This design comes from an exercise in tuning for small area, a short achievable clock period and few clock cycles on the open sky130 flow, not from production work. In this exercise RTL edits were held to simulation tests only and were not proved equivalent to the original.

## sha256_engine
module sha256_engine (
    input  wire         clk,
    input  wire         rst,           
    input  wire         blk_valid,
    output wire         blk_ready,
    input  wire         blk_first,     
    input  wire [511:0] blk_data,      
    output reg          dig_valid,
    output wire [255:0] digest         
);
clock: 11.0 ns
lec_check: 0
cap_margin: 20
core_margin: 2
core_utilization: 40
place_density: 0.6
slew_margin: 20
standard.sh (not shown) runs the stock make flow with config.mk's settings and CLKGATE_MAP_FILE= SYNTH_SCRIPT=/design/flow/synth_recipe.tcl, a recipe that flattens the netlist after the stock synthesis.
==> flow/flow/run.sh <==
#!/bin/bash
set -euo pipefail
export SETUP_SLACK_MARGIN=6
bash standard.sh > standard_flow.log 2>&1
Testbench counts at the start, summed over its fixed seeds: cycles 12,528.
Then changed:
Settings changed: CORE_UTILIZATION 40 to 60, CTS_BUF_LIST set to sky130_fd_sc_hd__clkbuf_8, PLACE_DENSITY 0.6 to 0.72.
Outcome: Wire length is about the same. Worst setup slack gets worse by 0.017 ns. Critical path depth went down by 5. Count of clock-buffer cells in the layout went up by 70.

---

v22:
Another version of the RTL of sha256_engine (not shown whole).
Size in the first run: ~5,000 cells after synthesis, roughly 1,100 flip-flops, about 770 I/O pins, roughly 54,000 um^2 of cells after synthesis.
export LEC_CHECK = 0
export CAP_MARGIN = 20
export CORE_MARGIN = 2
export CORE_UTILIZATION = 48
export CTS_CLUSTER_DIAMETER = 120
export CTS_CLUSTER_SIZE = 24
export PLACE_DENSITY = 0.65
export SLEW_MARGIN = 20
export SYNTH_HIERARCHICAL = 1
export SYNTH_MINIMUM_KEEP_SIZE = 0
create_clock -name core_clock -period 11.0 [get_ports {clk}]
==> flow/flow/run.sh <==
#!/bin/bash
# The standard layout (standard.sh), with timing repair asked to
# overfix setup by SETUP_SLACK_MARGIN ns; the clock and constraints are
# the design's. The make output goes to standard_flow.log, each ORFS step's
# log to orfs/logs.
set -euo pipefail
export SETUP_SLACK_MARGIN=6.5
# every port still gets a buffer, of the smallest buffer cell
export BUFFER_PORTS_ARGS="-buffer_cell sky130_fd_sc_hd__buf_1"
bash standard.sh > standard_flow.log 2>&1
Looking at the reports, v22 completed the entire flow and the layout it produced met the timing, design-rule and antenna checks.
Testbench counts of v22, summed over its fixed seeds: cycles 12,504.
Relative to v22, the following input files were edited for v18:
- a change of PLACE_DENSITY from 0.65 to 0.6
- a change of CORE_UTILIZATION from 48 to 40
-- flow/flow/run.sh --
<<< v22, line 6
set -euo pipefail
export SETUP_SLACK_MARGIN=6.5
# every port still gets a buffer, of the smallest buffer cell
>>> v18, line 6
set -euo pipefail
export SETUP_SLACK_MARGIN=7.5
# every port still gets a buffer, of the smallest buffer cell
Findings:
The run with more setup slack is v18; v22 has less. v22 → v18: sequential standard cell area saw an increase, count of multi-input gates saw little to no change.
For v15, these inputs were changed with respect to v18:
-- flow/flow/run.sh --
<<< v18, line 6
set -euo pipefail
export SETUP_SLACK_MARGIN=7.5
# every port still gets a buffer, of the smallest buffer cell
>>> v15, line 6
set -euo pipefail
export SETUP_SLACK_MARGIN=6.5
# every port still gets a buffer, of the smallest buffer cell
## What came out
[compare] base=v18 new=v15: critical path depth in cells fell by 1; length in cells of the worst reg-to-reg path fell by 1; global-route usage fell by 1.0 points.
Relative to v18, final period demand of the worst path has gone up in v15.
Diff v18..v15 | async set-or-reset flop fraction in the synthesized netlist | unchanged
Compared with v18, in v15 post-cts gate resize count decreased 374; fmax decreased about 3.2%; cell area decreased 5800 um^2.
Summary of v15 over v18: sequential share of layout area rose by 3.3 points, met2 layer wire length in the routed design fell by about 3%.
A launch point of the worst path of w[1][26]$_DFF_P_ is what v15 shows, while e[3]$_DFF_P_ belongs to v18.
Relative to v15, the following input files were edited for v6:
-- flow/flow/run.sh --
<<< v15, line 6
set -euo pipefail
export SETUP_SLACK_MARGIN=6.5
# every port still gets a buffer, of the smallest buffer cell
>>> v6, line 6
set -euo pipefail
export SETUP_SLACK_MARGIN=6.75
# every port still gets a buffer, of the smallest buffer cell
### Flow results
In the final reports, the cell area of v6 is larger than that of v15.
The chip width was comparable across v6 and v15.
v6 vs v15, first-iteration DRC count went down by about 6%.
v6 gives less fraction of area in registers than v15 did.
Non-filler instance count after layout: v6 vs v15 up 56
v6 vs v15 — total detailed-routing wirelength rose 1100 um.
Going from v15 to v6, worst setup slack rose 0.16 ns; ratio of cells with drive above 1 in the final layout up 2.6 points; multi-input logic cell count essentially unchanged.
Register-to-register slack came out higher on v6 than on v15.

## what the ideal ports hide
No port has a modelled driver above. Below, the same layouts with a new extraction and two added sets of constraints. Step 1 sets driving cells, clkbuf_16 on the clock port and buf_2 on the other inputs (assumed; they add their load-dependent delay and slew). Step 2 also shifts input and output timing later by t, the mid clock arrival at the registers, as if the neighbouring blocks saw the same clock. Slacks: no drivers / after step 1 / after step 2; pairs: no drivers / after step 1.
run	shift t [ns]	setup slack, ns	cell pins on the clock port's net
the first run of note 1	0.790	6.029 / 6.029 / 5.500	1
the second run of note 1	0.916	6.011 / 6.013 / 5.146	1
v22	0.746	6.529 / 6.529 / 6.446	1
v18	0.774	6.730 / 6.730 / 6.730	1
v15	0.740	6.589 / 6.589 / 6.375	1
v6	0.744	6.750 / 6.750 / 6.373	1
After both steps setup and hold are still met in every run listed. The setup slack of the second run of note 1, which loses most, moves by +0.002 ns with the drivers and by -0.865 ns with both steps.
